Background: an optimization exercise with open tools, aiming at small area, a short achievable clock period and few clock cycles per item. Do not read the settings as production practice.
At most, simulation tests tie the RTL to the original design; equivalence was not proved.
For runs 2 and 3, only the layout was checked, not whether the RTL still works.

$ cat design/flow/config.mk
export PLATFORM = sky130hd
export DESIGN_NAME = aes256_core
export DESIGN_NICKNAME = aes256_core
export VERILOG_FILES = /design/flow/design.v
export SDC_FILE = /design/flow/constraint.sdc
export NUM_CORES = 4
export LEC_CHECK = 0
export ABC_AREA = 1
export CAP_MARGIN = 20
export CORE_MARGIN = 2
export CORE_UTILIZATION = 30
export PLACE_DENSITY = 0.45
export SLEW_MARGIN = 20
$ cat design/flow/constraint.sdc
create_clock -name core_clock -period 7.0 [get_ports {clk}]
set_input_delay 1.4000 -clock core_clock [delete_from_list [all_inputs] [get_ports {clk}]]
set_output_delay 1.4000 -clock core_clock [all_outputs]
set_load 0.01 [all_outputs]
$ cat design/flow/design.v
module aes256_sbox (
    input  wire [7:0] a,
    output wire [7:0] y
);
    wire U0, U1, U2, U3, U4, U5, U6, U7;
    wire T1, T2, T3, T4, T5, T6, T7, T8, T9, T10;
    wire T11, T12, T13, T14, T15, T16, T17, T18, T19, T20;
    wire T21, T22, T23, T24, T25, T26, T27;
    wire M1, M2, M3, M4, M5, M6, M7, M8, M9, M10;
    wire M11, M12, M13, M14, M15, M16, M17, M18, M19, M20;
    wire M21, M22, M23, M24, M25, M26, M27, M28, M29, M30;
    wire M31, M32, M33, M34, M35, M36, M37, M38, M39, M40;
    wire M41, M42, M43, M44, M45, M46, M47, M48, M49, M50;
    wire M51, M52, M53, M54, M55, M56, M57, M58, M59, M60;
    wire M61, M62, M63;
    wire L0, L1, L2, L3, L4, L5, L6, L7, L8, L9;
    wire L10, L11, L12, L13, L14, L15, L16, L17, L18, L19;
    wire L20, L21, L22, L23, L24, L25, L26, L27, L28, L29;
    assign {U0, U1, U2, U3, U4, U5, U6, U7} = a;
    assign T1 = U0 ^ U3;
    assign T2 = U0 ^ U5;
    assign T3 = U0 ^ U6;
    assign T4 = U3 ^ U5;
    assign T5 = U4 ^ U6;
    assign T6 = T1 ^ T5;
    assign T7 = U1 ^ U2;
    assign T8 = U7 ^ T6;
    assign T9 = U7 ^ T7;
    assign T10 = T6 ^ T7;
    assign T11 = U1 ^ U5;
    assign T12 = U2 ^ U5;
    assign T13 = T3 ^ T4;
    assign T14 = T6 ^ T11;
    assign T15 = T5 ^ T11;
    assign T16 = T5 ^ T12;
    assign T17 = T9 ^ T16;
    assign T18 = U3 ^ U7;
    assign T19 = T7 ^ T18;
    assign T20 = T1 ^ T19;
    assign T21 = U6 ^ U7;
    assign T22 = T7 ^ T21;
    assign T23 = T2 ^ T22;
    assign T24 = T2 ^ T10;
    assign T25 = T20 ^ T17;
    assign T26 = T3 ^ T16;
    assign T27 = T1 ^ T12;
    assign M1 = T13 & T6;
    assign M2 = T23 & T8;
    assign M3 = T14 ^ M1;
    assign M4 = T19 & U7;
    assign M5 = M4 ^ M1;
    assign M6 = T3 & T16;
    assign M7 = T22 & T9;
    assign M8 = T26 ^ M6;
    assign M9 = T20 & T17;
    assign M10 = M9 ^ M6;
    assign M11 = T1 & T15;
    assign M12 = T4 & T27;
    assign M13 = M12 ^ M11;
    assign M14 = T2 & T10;
    assign M15 = M14 ^ M11;
    assign M16 = M3 ^ M2;
    assign M17 = M5 ^ T24;
    assign M18 = M8 ^ M7;
    assign M19 = M10 ^ M15;
    assign M20 = M16 ^ M13;
    assign M21 = M17 ^ M15;
    assign M22 = M18 ^ M13;
    assign M23 = M19 ^ T25;
    assign M24 = M22 ^ M23;
    assign M25 = M22 & M20;
    assign M26 = M21 ^ M25;
    assign M27 = M20 ^ M21;
    assign M28 = M23 ^ M25;
    assign M29 = M28 & M27;
    assign M30 = M26 & M24;
    assign M31 = M20 & M23;
    assign M32 = M27 & M31;
    assign M33 = M27 ^ M25;
    assign M34 = M21 & M22;
    assign M35 = M24 & M34;
    assign M36 = M24 ^ M25;
    assign M37 = M21 ^ M29;
    assign M38 = M32 ^ M33;
    assign M39 = M23 ^ M30;
    assign M40 = M35 ^ M36;
    assign M41 = M38 ^ M40;
    assign M42 = M37 ^ M39;
    assign M43 = M37 ^ M38;
    assign M44 = M39 ^ M40;
    assign M45 = M42 ^ M41;
    assign M46 = M44 & T6;
    assign M47 = M40 & T8;
    assign M48 = M39 & U7;
    assign M49 = M43 & T16;
    assign M50 = M38 & T9;
    assign M51 = M37 & T17;
    assign M52 = M42 & T15;
    assign M53 = M45 & T27;
    assign M54 = M41 & T10;
    assign M55 = M44 & T13;
    assign M56 = M40 & T23;
    assign M57 = M39 & T19;
    assign M58 = M43 & T3;
    assign M59 = M38 & T22;
    assign M60 = M37 & T20;
    assign M61 = M42 & T1;
    assign M62 = M45 & T4;
    assign M63 = M41 & T2;
    assign L0 = M61 ^ M62;
    assign L1 = M50 ^ M56;
    assign L2 = M46 ^ M48;
    assign L3 = M47 ^ M55;
    assign L4 = M54 ^ M58;
    assign L5 = M49 ^ M61;
    assign L6 = M62 ^ L5;
    assign L7 = M46 ^ L3;
    assign L8 = M51 ^ M59;
    assign L9 = M52 ^ M53;
    assign L10 = M53 ^ L4;
    assign L11 = M60 ^ L2;
    assign L12 = M48 ^ M51;
    assign L13 = M50 ^ L0;
    assign L14 = M52 ^ M61;
    assign L15 = M55 ^ L1;
    assign L16 = M56 ^ L0;
    assign L17 = M57 ^ L1;
    assign L18 = M58 ^ L8;
    assign L19 = M63 ^ L4;
    assign L20 = L0 ^ L1;
    assign L21 = L1 ^ L7;
    assign L22 = L3 ^ L12;
    assign L23 = L18 ^ L2;
    assign L24 = L15 ^ L9;
    assign L25 = L6 ^ L10;
    assign L26 = L7 ^ L9;
    assign L27 = L8 ^ L10;
    assign L28 = L11 ^ L14;
    assign L29 = L11 ^ L17;
    assign y[7] = L6 ^ L24;
    assign y[6] = ~(L16 ^ L26);
    assign y[5] = ~(L19 ^ L28);
    assign y[4] = L6 ^ L21;
    assign y[3] = L20 ^ L22;
    assign y[2] = L25 ^ L29;
    assign y[1] = ~(L13 ^ L27);
    assign y[0] = ~(L6 ^ L23);
endmodule
module aes256_core (
    input  wire         clk,
    input  wire         rst,       
    input  wire         start,     
    input  wire [255:0] key,
    input  wire [127:0] block,
    output wire         ready,
    output reg          done,      
    output wire [127:0] result     
);
    reg  [127:0] state;
    reg  [255:0] kwin;      
    reg  [3:0]   round;     
    reg          busy;
    assign ready  = !busy;
    assign result = state;
    wire [127:0] sub;
    genvar i;
    generate
        for (i = 0; i < 16; i = i + 1) begin : g_sbox
            aes256_sbox u_sbox (
                .a(state[127 - 8*i -: 8]),
                .y(sub[127 - 8*i -: 8])
            );
        end
    endgenerate
    wire [127:0] shifted;
    genvar c, r;
    generate
        for (c = 0; c < 4; c = c + 1) begin : g_col
            for (r = 0; r < 4; r = r + 1) begin : g_row
                assign shifted[127 - 8*(4*c + r) -: 8] =
                    sub[127 - 8*(4*((c + r) % 4) + r) -: 8];
            end
        end
    endgenerate
    function [7:0] xtime;
        input [7:0] v;
        xtime = {v[6:0], 1'b0} ^ (v[7] ? 8'h1b : 8'h00);
    endfunction
    function [31:0] mix_column;
        input [31:0] col;
        reg [7:0] a0, a1, a2, a3;
        begin
            a0 = col[31:24];
            a1 = col[23:16];
            a2 = col[15:8];
            a3 = col[7:0];
            mix_column[31:24] = xtime(a0 ^ a1) ^ a1 ^ a2 ^ a3;
            mix_column[23:16] = xtime(a1 ^ a2) ^ a0 ^ a2 ^ a3;
            mix_column[15:8]  = xtime(a2 ^ a3) ^ a0 ^ a1 ^ a3;
            mix_column[7:0]   = xtime(a3 ^ a0) ^ a0 ^ a1 ^ a2;
        end
    endfunction
    wire [127:0] mixed = {mix_column(shifted[127:96]), mix_column(shifted[95:64]),
                          mix_column(shifted[63:32]),  mix_column(shifted[31:0])};
    wire         last_round = (round == 4'd14);
    wire [127:0] round_key  = kwin[127:0];
    wire [127:0] next_state = (last_round ? shifted : mixed) ^ round_key;
    wire [31:0] last_word = kwin[31:0];
    wire [31:0] sw_in = round[0] ? {last_word[23:0], last_word[31:24]} : last_word;
    wire [31:0] sw_out;
    generate
        for (i = 0; i < 4; i = i + 1) begin : g_ksbox
            aes256_sbox u_sbox (
                .a(sw_in[31 - 8*i -: 8]),
                .y(sw_out[31 - 8*i -: 8])
            );
        end
    endgenerate
    wire [7:0]  rcon = round[0] ? (8'h01 << round[3:1]) : 8'h00;
    wire [31:0] temp = sw_out ^ {rcon, 24'h000000};
    wire [31:0] nw0 = kwin[255:224] ^ temp;
    wire [31:0] nw1 = kwin[223:192] ^ nw0;
    wire [31:0] nw2 = kwin[191:160] ^ nw1;
    wire [31:0] nw3 = kwin[159:128] ^ nw2;
    always @(posedge clk) begin
        if (busy) begin
            state <= next_state;
            kwin  <= {kwin[127:0], nw0, nw1, nw2, nw3};
            round <= round + 4'd1;
        end else begin
            state <= block ^ key[255:128];
            kwin  <= key;
            round <= 4'd1;
        end
    end
    always @(posedge clk) begin
        if (rst) begin
            busy <= 1'b0;
            done <= 1'b0;
        end else begin
            done <= busy && last_round;
            if (busy)
                busy <= !last_round;
            else
                busy <= start;
        end
    end
endmodule
$ cat design/flow/run.sh
#!/bin/bash
# synth_recipe.tcl (not shown) runs the flow's synth.tcl, then flattens the netlist and writes it again
# the make line also repeats each setting of config.mk as NAME=value (left out here)
make -C /OpenROAD-flow-scripts/flow DESIGN_CONFIG=/design/flow/config.mk WORK_HOME=/design/flow/orfs CLKGATE_MAP_FILE= SYNTH_SCRIPT=/design/flow/synth_recipe.tcl finish
==> flow_summary.yaml, run 1 <==
finish:
  final_layout_size_suffix_gt1_frac: 0.03083
  post-route-util: 0.3541
  nets: 12410
  seqCellArea_sq_um: 7815
  final_design_area_no_fill_sq_um: 69060
  fin_cells: 14700
  multi_input_area_sq_um: 45720
  fillCellCount: 22060
  layout-area-overhead-vs-synth_pct: 17.25
timing:
  slew_headroom: 0.2335
  finalSetupTns_ps: 0
  max_freq_mhz: 156.8
  finalCriticalPeriod_ps: 6376
  finalHoldViolCount: 0
  rsz0062_at_grt: "false"
  drv_slew: 0
  finalCritPeriodShare: 0.9109
  fin_skew_ps: 51.93
  setup_violations: 0
  worst_slew_pin_slew_ps: 1142
grt:
  grt_pass1_vias: 66770
  grt_use_total: 0.3011
  grt_max_degree: 172
  antenna_found_initial: 54
  overflow: 0
  grt_pass1_wl_microns: 443800
logic_synthesis:
  avgSynthCellArea_sq_um: 5.099
  syn_area_sq_um: 58900
  synth_edf_count: 0
  synth_fp_nets: 11980
  yosysSeqAreaShare: 0.1326
  ys_ff_latch: 390
  ys_types: 54
  synthCells: 11550
  ys.flop_type: "dfxtp_1"
  async_flop_share: 0
  synth-warning-count: 1
die:
  pin_count: 517
  dieHeight_microns: 447.1
  start_util: 0.3020
  fp.dieW_microns: 447.1
  num_rows: 162
  die_area_sq_um: 199900
  core_region_area_sq_um: 195000
drt:
  drt-wirelength-per-cell_microns: 21.27
  num_vias: 73170
  drt_iter0_drc: 6140
  routed_wl_microns: 312600
  drt-pass1-iter-count: 8
  route.detailed.drc: 0
  via_per_inst: 4.977
  ant_nets: 0
clocking:
  h-tree-depth: 2
  root_buffer: "clkbuf_16"
  clock-sinks: 390
  cts_max_path_buffers: 3
  cts_tree: "built"
  clk_pin_slew_ps: 60
  clkLatencyLatePin_ps: 740
  cts_setup_buffers: 0
  cts_buffers: 57
worst_setup_path:
  r2r_start: "state[44]"
  cpMostUsedCell: "nand2_1"
  crit_slowest_cell: "dfxtp_1"
  ff2ff_setup_slack_ps: 620
  endpoint_kind: "register"
  required_ps: 7520
  critical_path_arrival_ps: 6900
  path_buf_inv: 3
  startpoint: "state[44]"
  crit_type: "register to register"
  cp_top_family: "simple AND/OR/NAND/NOR gates"
  start_kind: "register"
  path_max_fanout: 9
  max_stage_delay_ps: 940
place:
  dp_hpwl_microns: 268700
  numPortBuffers: 516
  placed_area_sq_um: 66850
  dpl.cell_count: 14550
  gp_congestion: 0.9897
run:
  cap_viol_max_count: 0
min_path:
  hp-start: "kwin[144]"
  worstHoldPathType: "register to register"
status:
  status: "finished clean"
## sequential cells by signal (all words and copies together) (netlist names)
signal and count:
busy 1, done 1, kwin 256, round 4, state 128
## routing by layer
metal  part of all wire  track usage  vias up
met5            0.00022            0        -
met4              0.065       0.1831       12
met3              0.044      0.02528      442
met2               0.46       0.4967     2161
met1               0.43       0.3800    33540
li1                   -            -    37020
## synth_stat cells (9+ instances only)
library cell | instances | area (sq um)
nand3_1 | 1608 | 8048
nand4_1 | 116 | 725.7
nand3_2 | 10 | 100.1
o21ai_0 | 320 | 1602
inv_2 | 23 | 86.33
ha_1 | 42 | 525.5
nand3b_1 | 127 | 953.4
xnor2_1 | 408 | 3573
nor2_2 | 17 | 106.4
dfxtp_1 | 390 | 7807
xor2_2 | 25 | 406.6
a21oi_1 | 42 | 210.2
xnor2_2 | 13 | 211.5
buf_4 | 22 | 165.2
a31oi_1 | 49 | 306.5
inv_1 | 1149 | 4313
nand2_1 | 6059 | 22740
nand2_2 | 78 | 488.0
or2_1 | 9 | 56.30
o21ai_2 | 12 | 105.1
clkbuf_1 | 103 | 386.6
o21ai_1 | 34 | 170.2
xor2_1 | 366 | 3206
buf_2 | 52 | 260.3
nor2_1 | 406 | 1524
## worst register-to-register path, delay by kind of cell, from the launching register on
family / cells / cell delay, ps
buf+inv: 3 / 490
simple gates: 19 / 2350
xor+xnor: 3 / 1030
flops: 1 / 940
fa+ha+maj: 1 / 340
compound gates: 2 / 1030
## worst paths after layout
check / cells past startpoint / endpoint
worst max-delay path: 28 / state[101]
worst min-delay path: 1 / kwin[16]
worst max register to register: 28 / state[101]
worst min register to register: 1 / kwin[16]
## cell type report
| cell class | instances | share of cell area |
|---|---|---|
| multi-input cells | 9791 | 0.6620 |
| flip-flops and latches | 390 | 0.1132 |
| repair buffers | 571 | 0.08155 |
| inverters | 1173 | 0.06387 |
| well taps | 2624 | 0.04754 |
| clock buffers | 75 | 0.02352 |
| clock inverters | 32 | 0.006668 |
| diodes | 46 | 0.001667 |
## cell families after synthesis
| kind of cell | synth area share |
|---|---|
| buf+inv | 0.09165 |
| fa+ha+maj | 0.008923 |
| compound gates | 0.04455 |
| xor+xnor | 0.1289 |
| simple gates | 0.5933 |
| flops | 0.1326 |
| mux | 0.0001700 |
## cell usage in the layout (no fill, tap or decap), types with 127 or more instances in the layout
cell	instances
nand3_1	1607
xor2_1	366
nand3b_1	127
dfxtp_1	388
nor2_1	406
inv_1	1148
xnor2_1	408
o21ai_0	320
nand2_1	6059
clkdlybuf4s50_1	516
## timing repair
| item | CTS | global route |
|---|---|---|
| resized for setup | 0 | 2 |
| hold buffers | 0 | 0 |
| setup endpoints to repair | 0 | 1 |
| endpoints found under the hold margin | 0 | 0 |
## stage by stage
stage	hold WS, ps	worst slack [ps]
final	437.4	623.7
after global placement	428.3	652.0
after CTS	436.5	649.0
after global routing	467.9	126.4
after detailed placement	424.7	661.9
after floorplan	412.2	2556
Testbench counts, summed over its fixed seeds: cycles 12,008, items 800.
==> run 2, diff against run 1 <==
--- a/design/flow/design.v
+++ b/design/flow/design.v
@@ -154,13 +154,19 @@
     input  wire [127:0] block,
     output wire         ready,
-    output reg          done,      
+    output wire         done,      
     output wire [127:0] result     
 );
-    reg  [127:0] state;
-    reg  [255:0] kwin;      
-    reg  [3:0]   round;     
-    reg          busy;
-    assign ready  = !busy;
-    assign result = state;
+    reg  [127:0] s1;
+    reg  [255:0] k1;
+    reg  [3:0]   r1;
+    reg          v1;
+    reg  [127:0] s2;
+    reg  [255:0] k2;
+    reg  [31:0]  t2;
+    reg  [3:0]   r2;
+    reg          v2;
+    wire last2 = (r2 == 4'd14);
+    assign ready = !(v2 && !last2);
+    assign done  = v2 && last2;
     wire [127:0] sub;
     genvar i;
@@ -168,6 +174,17 @@
         for (i = 0; i < 16; i = i + 1) begin : g_sbox
             aes256_sbox u_sbox (
-                .a(state[127 - 8*i -: 8]),
+                .a(s1[127 - 8*i -: 8]),
                 .y(sub[127 - 8*i -: 8])
+            );
+        end
+    endgenerate
+    wire [31:0] last_word = k1[31:0];
+    wire [31:0] sw_in = r1[0] ? {last_word[23:0], last_word[31:24]} : last_word;
+    wire [31:0] sw_out;
+    generate
+        for (i = 0; i < 4; i = i + 1) begin : g_ksbox
+            aes256_sbox u_sbox (
+                .a(sw_in[31 - 8*i -: 8]),
+                .y(sw_out[31 - 8*i -: 8])
             );
         end
@@ -179,5 +196,5 @@
             for (r = 0; r < 4; r = r + 1) begin : g_row
                 assign shifted[127 - 8*(4*c + r) -: 8] =
-                    sub[127 - 8*(4*((c + r) % 4) + r) -: 8];
+                    s2[127 - 8*(4*((c + r) % 4) + r) -: 8];
             end
         end
@@ -203,45 +220,37 @@
     wire [127:0] mixed = {mix_column(shifted[127:96]), mix_column(shifted[95:64]),
                           mix_column(shifted[63:32]),  mix_column(shifted[31:0])};
-    wire         last_round = (round == 4'd14);
-    wire [127:0] round_key  = kwin[127:0];
-    wire [127:0] next_state = (last_round ? shifted : mixed) ^ round_key;
-    wire [31:0] last_word = kwin[31:0];
-    wire [31:0] sw_in = round[0] ? {last_word[23:0], last_word[31:24]} : last_word;
-    wire [31:0] sw_out;
-    generate
-        for (i = 0; i < 4; i = i + 1) begin : g_ksbox
-            aes256_sbox u_sbox (
-                .a(sw_in[31 - 8*i -: 8]),
-                .y(sw_out[31 - 8*i -: 8])
-            );
-        end
-    endgenerate
-    wire [7:0]  rcon = round[0] ? (8'h01 << round[3:1]) : 8'h00;
-    wire [31:0] temp = sw_out ^ {rcon, 24'h000000};
-    wire [31:0] nw0 = kwin[255:224] ^ temp;
-    wire [31:0] nw1 = kwin[223:192] ^ nw0;
-    wire [31:0] nw2 = kwin[191:160] ^ nw1;
-    wire [31:0] nw3 = kwin[159:128] ^ nw2;
+    wire [127:0] round_key = k2[127:0];
+    wire [127:0] round_out = mixed ^ round_key;
+    assign result = shifted ^ round_key;
+    wire [7:0]  rcon = r2[0] ? (8'h01 << r2[3:1]) : 8'h00;
+    wire [31:0] temp = t2 ^ {rcon, 24'h000000};
+    wire [31:0] nw0 = k2[255:224] ^ temp;
+    wire [31:0] nw1 = k2[223:192] ^ nw0;
+    wire [31:0] nw2 = k2[191:160] ^ nw1;
+    wire [31:0] nw3 = k2[159:128] ^ nw2;
+    wire cont = v2 && !last2;       
+    wire load = !cont && start;     
     always @(posedge clk) begin
-        if (busy) begin
-            state <= next_state;
-            kwin  <= {kwin[127:0], nw0, nw1, nw2, nw3};
-            round <= round + 4'd1;
+        s2 <= sub;
+        k2 <= k1;
+        t2 <= sw_out;
+        r2 <= r1;
+        if (cont) begin
+            s1 <= round_out;
+            k1 <= {k2[127:0], nw0, nw1, nw2, nw3};
+            r1 <= r2 + 4'd1;
         end else begin
-            state <= block ^ key[255:128];
-            kwin  <= key;
-            round <= 4'd1;
+            s1 <= block ^ key[255:128];
+            k1 <= key;
+            r1 <= 4'd1;
         end
     end
     always @(posedge clk) begin
         if (rst) begin
-            busy <= 1'b0;
-            done <= 1'b0;
+            v1 <= 1'b0;
+            v2 <= 1'b0;
         end else begin
-            done <= busy && last_round;
-            if (busy)
-                busy <= !last_round;
-            else
-                busy <= start;
+            v2 <= v1;
+            v1 <= cont || load;
         end
     end
--- a/design/flow/config.mk
+++ b/design/flow/config.mk
@@ -11,3 +11,4 @@
 export CORE_UTILIZATION = 30
 export PLACE_DENSITY = 0.45
+export SETUP_SLACK_MARGIN = 3.5
 export SLEW_MARGIN = 20
==> run 2 against run 1 <==
Die area increased by 0.36%. Cell count shrank 13%. Clock-buffer cell count increased by 44. Fmax grew 65%. Synthesized cell count down 21%. Cell area is 24% higher. Setup slack better by 2500 ps. Synthesized area increased by 0.37%. Critical path type unchanged. Critical endpoint is now t2[6]. Highest routed layer is now met4.
==> flow_summary.yaml, run 2 <==
status:
  status: "finished clean"
logic_synthesis:
  ys.flop_type: "dfxtp_1"
  ys_types: 46
  yosysTopAreaCell: "dfxtp_1"
  synth_top_area_frac: 0.2743
  avgSynthCellArea_sq_um: 6.504
  yosysSeqAreaShare: 0.2743
  synth-warning-count: 1
  synthCells: 9089
  syn_area_sq_um: 59110
  synth_edf_count: 0
  synth.area.top_cells: "dfxtp_1, nand2_1, xor2_1, xnor2_1, nand3_1"
  synth.most_common_cell: "nand2_1"
  async_flop_share: 0
  synth_commonest_cells: "nand2_1, xor2_1, dfxtp_1, nand3_1, inv_1"
  ys_ff_latch: 810
  synth_fp_nets: 9518
worst_setup_path:
  crit_type: "register to register"
  max_stage_delay_ps: 520
  path_max_fanout: 7
  cpMostUsedCell: "nand2_1"
  required_ps: 7600
  endpoint_kind: "register"
  start_kind: "register"
  critical_path_arrival_ps: 4480
  crit_slowest_cell: "dfxtp_4"
drt:
  via_per_inst: 4.659
  routed_wl_microns: 259700
  ant_nets: 0
  drt-pass1-iter-count: 6
  route.detailed.drc: 0
  num_vias: 59390
  drt-wirelength-per-cell_microns: 20.37
  drt_iter0_drc: 3148
clocking:
  cts_buffers: 95
  ctsHoldBuffers: 0
  clk_pin_slew_ps: 60
  cts_max_path_buffers: 3
  root_buffer: "clkbuf_16"
  cts_tree: "built"
  clock-sinks: 810
  clkLatencyLatePin_ps: 740
  h-tree-depth: 3
finish:
  final_layout_size_suffix_gt1_frac: 0.3026
  layout_common_cells: "nand2_1, nand2_2, xor2_1, nand3_1, inv_1"
  final_common_cell: "nand2_1"
  nets: 10470
  reg.largest.list: "k1 x256, k2 x256"
  layout-area-overhead-vs-synth_pct: 45.25
  final_design_area_no_fill_sq_um: 85860
  post-route-util: 0.4394
timing:
  drv_slew: 0
  setup_violations: 0
  hold_slack_ps: 310.3
  finalHoldViolCount: 0
  rsz0062_at_grt: "true"
  finalCritPeriodShare: 0.5536
  slew_headroom: 0.2374
  fin_skew_ps: 35.75
  finalSetupTns_ps: 0
  finalCriticalPeriod_ps: 3875
  worst_slew_pin_slew_ps: 1132
  finalWorstSetupSlack_ps: 3125
  max_freq_mhz: 258.0
place:
  dp_hpwl_microns: 210100
  placed_area_sq_um: 67080
  gp_congestion: 0.9523
  numPortBuffers: 516
  pre_cts_slack_ps: 2317
grt:
  grt_max_degree: 159
  grt_use_total: 0.2426
  grt_pass1_wl_microns: 358800
  grt_pass1_vias: 55590
  overflow: 0
  antenna_found_initial: 14
run:
  cap_viol_max_count: 0
die:
  pin_count: 517
  num_rows: 162
  start_util: 0.3025
  fp.dieW_microns: 447.9
  die_area_sq_um: 200600
  dieHeight_microns: 447.9
  core_region_area_sq_um: 195400
min_path:
  worstHoldPathType: "register to register"
[run 2: changes by cell type in the layout (fill, tap and decap cells not counted), moves of 145 or more]
cell     previous run  this run
buf_4              50       425
inv_2              23       168
xor2_2             25       209
nor2_1            406       192
dfxtp_2             0       157
nand3_1          1607       590
nand2_4             4       272
nand2_2            78       765
xor2_1            366       715
nand2_1          6059      2983
dfxtp_1           388       566
inv_1            1148       589
nand3_2            10       156
[run 2: cell families (layout without fill, tap and decap cells)]
| family | after synthesis | count (layout) | synth area share |
|---|---|---|---|
| simple gates | 5300 | 5302 | 0.3724 |
| flops | 810 | 810 | 0.2743 |
| buf+inv | 936 | 1964 | 0.06179 |
| xor+xnor | 1629 | 1630 | 0.2489 |
| fa+ha+maj | 42 | 42 | 0.008890 |
| compound gates | 372 | 372 | 0.03376 |
| other cells | 0 | 4 | 0 |
[run 2: final cells by class]
class,instances,area (sq um)
Fill cell,19860,109500
Clock buffer,119,2661
Timing Repair Buffer,998,9280
Clock inverter,58,838.3
Multi-Input combinational cell,7346,50000
Tap cell,2624,3283
Sequential cell,810,16740
Inverter,789,3050
Antenna cell,4,10.01
[run 2: final timing paths]
check,startpoint,end,slack [ps],depth (start not counted)
max,r1[0],t2[6],3120,27
min reg2reg,k1[236],k2[236],310,0
max reg2reg,r1[0],t2[6],3120,27
min,k1[236],k2[236],310,0
[run 2: per-stage QoR]
step / cells
after floorplan: 9089
after global placement: 12100
after detailed placement: 12100
after CTS: 12430
after global routing: 12750
final: 12750
[run 2: layer usage]
metal	track usage	part of all wire	up-vias
met5	0	0	-
met4	0.1139	0.052	0
met3	0.01717	0.030	350
met2	0.4303	0.50	1149
met1	0.2969	0.42	28120
li1	-	-	29770
[run 2: timing repair]
| action | 4_1_cts | 5_1_grt |
|---|---|---|
| setup endpoints to repair | 266 | 164 |
| gates resized for setup | 941 | 1823 |
| gates cloned | 6 | 7 |
| pin swaps | 193 | 705 |
| setup buffers | 146 | 307 |
[run 2: critical path: cells and delay by family, from the launching register on]
| family | cells | cell delay, ps |
|---|---|---|
| AOI/OAI and AO/OA | 1 | 80 |
| xor gates and xnor gates | 3 | 570 |
| adders and majority gates | 1 | 250 |
| DFF | 1 | 520 |
| and+or+nand+nor | 19 | 1880 |
| buffers and inverters | 3 | 450 |
==> run 3, diff against run 2 <==
--- a/design/flow/design.v
+++ b/design/flow/design.v
@@ -179,6 +179,5 @@
         end
     endgenerate
-    wire [31:0] last_word = k1[31:0];
-    wire [31:0] sw_in = r1[0] ? {last_word[23:0], last_word[31:24]} : last_word;
+    wire [31:0] sw_in = k1[31:0];
     wire [31:0] sw_out;
     generate
@@ -223,10 +222,14 @@
     wire [127:0] round_out = mixed ^ round_key;
     assign result = shifted ^ round_key;
-    wire [7:0]  rcon = r2[0] ? (8'h01 << r2[3:1]) : 8'h00;
-    wire [31:0] temp = t2 ^ {rcon, 24'h000000};
-    wire [31:0] nw0 = k2[255:224] ^ temp;
-    wire [31:0] nw1 = k2[223:192] ^ nw0;
-    wire [31:0] nw2 = k2[191:160] ^ nw1;
-    wire [31:0] nw3 = k2[159:128] ^ nw2;
+    wire [7:0]  rcon = 8'h01 << r2[3:1];
+    wire [31:0] temp = r2[0] ? ({t2[23:0], t2[31:24]} ^ {rcon, 24'h000000}) : t2;
+    wire [31:0] p0 = k2[255:224];
+    wire [31:0] p1 = p0 ^ k2[223:192];
+    wire [31:0] p2 = p1 ^ k2[191:160];
+    wire [31:0] p3 = p2 ^ k2[159:128];
+    wire [31:0] nw0 = p0 ^ temp;
+    wire [31:0] nw1 = p1 ^ temp;
+    wire [31:0] nw2 = p2 ^ temp;
+    wire [31:0] nw3 = p3 ^ temp;
     wire cont = v2 && !last2;       
     wire load = !cont && start;     
==> run 3 against run 2 <==
Still clean. Setup slack improved by 410 ps. Synthesized cell count grew 14%. Synthesized area rose by 6.9%. Wire length is 11% higher. Clock-buffer cell count increased by 3. First-iteration DRC count grew 59%. Worst hold slack worse by 22 ps. Die area rose by 6.8%. Critical path depth is 25 lower. Critical path type is now register to output port. Critical endpoint is now result[112].
==> flow_summary.yaml, run 3 <==
timing:
  hold_slack_ps: 288.3
  max_freq_mhz: 288.5
  finalHoldViolCount: 0
  drv_slew: 0
  finalSetupTns_ps: 0
  rsz0062_at_grt: "true"
  finalCriticalPeriod_ps: 3467
  finalCritPeriodShare: 0.4952
  slew_headroom: 0.2063
  worst_slew_pin_slew_ps: 1178
  setup_violations: 0
  fin_skew_ps: 50.97
logic_synthesis:
  synth_commonest_cells: "nand2_1, nand3_1, dfxtp_1, xor2_1, inv_1"
  syn_area_sq_um: 63170
  ys_ff_latch: 810
  ys_types: 45
  async_flop_share: 0
  yosysTopAreaCell: "nand2_1"
  synth.most_common_cell: "nand2_1"
  synth_fp_nets: 10830
  synth-warning-count: 1
  ys.flop_type: "dfxtp_1"
  avgSynthCellArea_sq_um: 6.072
  synth_top_area_frac: 0.2974
  synth.area.top_cells: "nand2_1, dfxtp_1, xor2_1, nand3_1, xnor2_1"
  synth_edf_count: 0
  yosysSeqAreaShare: 0.2567
  synthCells: 10400
place:
  gp_congestion: 0.9699
  dpl.cell_count: 13570
  dp_hpwl_microns: 238000
  numPortBuffers: 516
clocking:
  clk_pin_slew_ps: 60
  cts_buffers: 95
  ctsHoldBuffers: 0
  cts_tree: "built"
  root_buffer: "clkbuf_16"
  clkLatencyLatePin_ps: 760
  h-tree-depth: 3
  cts_max_path_buffers: 3
  clock-sinks: 810
die:
  core_region_area_sq_um: 209400
  fp.dieW_microns: 462.9
  dieHeight_microns: 462.9
  start_util: 0.3017
  num_rows: 168
  die_area_sq_um: 214300
  pin_count: 517
run:
  cap_viol_max_count: 0
drt:
  drt_iter0_drc: 5018
  routed_wl_microns: 288300
  route.detailed.drc: 0
  via_per_inst: 4.791
  drt-pass1-iter-count: 6
  drt-wirelength-per-cell_microns: 20.50
  ant_nets: 0
  num_vias: 67380
finish:
  reg.largest.list: "k1 x256, k2 x256"
  post-route-util: 0.4056
  final_layout_size_suffix_gt1_frac: 0.2202
  layout_common_cells: "nand2_1, nand3_1, inv_1, nand2_2, xor2_1"
  seqCellArea_sq_um: 17010
  fin_cells: 14070
  layout-area-overhead-vs-synth_pct: 34.41
  fillCellCount: 22160
  multi_input_area_sq_um: 49930
  nets: 11590
  final_common_cell: "nand2_1"
worst_setup_path:
  worstPathCellList: "xor2_2 > clkdlybuf4s50_1"
  required_ps: 5600
  path_max_fanout: 4
  reg2reg_depth: 22
  crit_type: "register to output port"
  reg2reg_to: "s2[23]"
  path_buf_inv: 1
  cp_top_family: "buffers and inverters"
  critical_path_arrival_ps: 2070
  ff2ff_setup_slack_ps: 3610
  crit_slowest_cell: "clkdlybuf4s50_1"
  start_kind: "register"
  r2r_start: "s1[21]"
  endpoint_kind: "output port"
  max_stage_delay_ps: 580
min_path:
  hp-start: "k1[183]"
  worstHoldPathType: "register to register"
  min_to: "k2[183]"
  min_path_cells: 0
grt:
  overflow: 0
  grt_max_degree: 184
  grt_pass1_vias: 61710
  antenna_found_initial: 15
  grt_use_total: 0.2543
  grt_pass1_wl_microns: 406600
status:
  status: "finished clean"
## run 3: cell type report
class | instances | area share
repair inverters | 1 | 0.00005894
clock buffers | 122 | 0.03144
diodes | 19 | 0.0005599
repair buffers | 839 | 0.09047
well taps | 2805 | 0.04133
clock inverters | 56 | 0.008192
flip-flops and latches | 810 | 0.2003
inverters | 867 | 0.03959
multi-input cells | 8546 | 0.5880
## run 3: worst reg2reg max path: stages, from the launching register on
cell and delay [ps]:
dfxtp_4 380, inv_1 80, nand2_1 80, nand2_4 90, nand2_2 80, nand2_4 160
xor2_4 190, inv_1 90, ha_4 240, xnor2_4 150, xor2_1 150, nand2_1 80
nand2_2 90, inv_2 130, nand4_1 210, buf_4 200, a21oi_2 150, nand2_1 100
nand2_2 120, xor2_1 160, nand2_1 90, nand3_1 70, nand2_1 130
## run 3: repair_timing
| action | CTS | global route |
|---|---|---|
| pin swaps | 82 | 361 |
| gates cloned | 1 | 2 |
| buffers inserted | 59 | 239 |
| resized for setup | 800 | 1277 |
| setup endpoints to repair | 599 | 184 |
## run 3: cells by family after synthesis
logic type                 share of synthesized area
and+or+nand+nor                               0.4490
xor gates and xnor gates                      0.1904
DFF                                           0.2567
AOI/OAI and AO/OA                            0.02973
adders and majority gates                   0.008318
buffers and inverters                        0.06593
## run 3: stage by stage
step	area [sq um]	worst slack, ps
final	84920	3533
after global routing	84890	3422
after CTS	78060	3323
after detailed placement	71200	2171
after global placement	71200	1885
after floorplan	63180	3576
## run 3: how the worst max path moves through the flow
stage               startpoint          end  slack [ps]  depth (start not counted)
floorplan                r2[0]        ready        3580                          9
global placement         r2[0]        s1[1]        1890                          8
detailed placement       r2[0]       k1[65]        2170                          8
CTS                      r2[0]        ready        3320                          5
global route            k1[10]       t2[14]        3420                         24
finish                  s2[80]  result[112]        3530                          2
## run 3: metal layers
metal	track usage	routed length (microns)	vias to the layer above
li1	-	-	33610
met1	0.3409	131100	31660
met2	0.4148	130500	1770
met3	0.02777	12980	346
met4	0.1031	13720	0
met5	0	0	-

static timing again, ports no longer ideal:
No port has a modelled driver above. Below, the same layouts with a new extraction and two added sets of constraints.
Step 1 (the two cells are an assumption about what drives the block):
set clk [get_ports {clk}]
set_driving_cell -lib_cell sky130_fd_sc_hd__clkbuf_16 $clk
set_driving_cell -lib_cell sky130_fd_sc_hd__buf_2 [delete_from_list [all_inputs] $clk]
Step 2 also shifts input and output timing later by t, the mid clock arrival at the registers, as if the neighbouring blocks saw the same clock.
Three values: ideal, step 1, step 2; two values: the first two.
run | shift t [ns] | slack for setup (ns) | worst setup path after step 2 | slew at the worst register clock pin (ns)
run 1 | 0.797 | 0.624 / 0.624 / 0.624 | register to register | 0.07 / 0.07
run 2 | 0.806 | 3.125 / 3.125 / 3.125 | register to register | 0.07 / 0.07
run 3 | 0.811 | 3.533 / 3.454 / 3.606 | register to register | 0.07 / 0.07
After both steps every run listed still meets setup and hold.
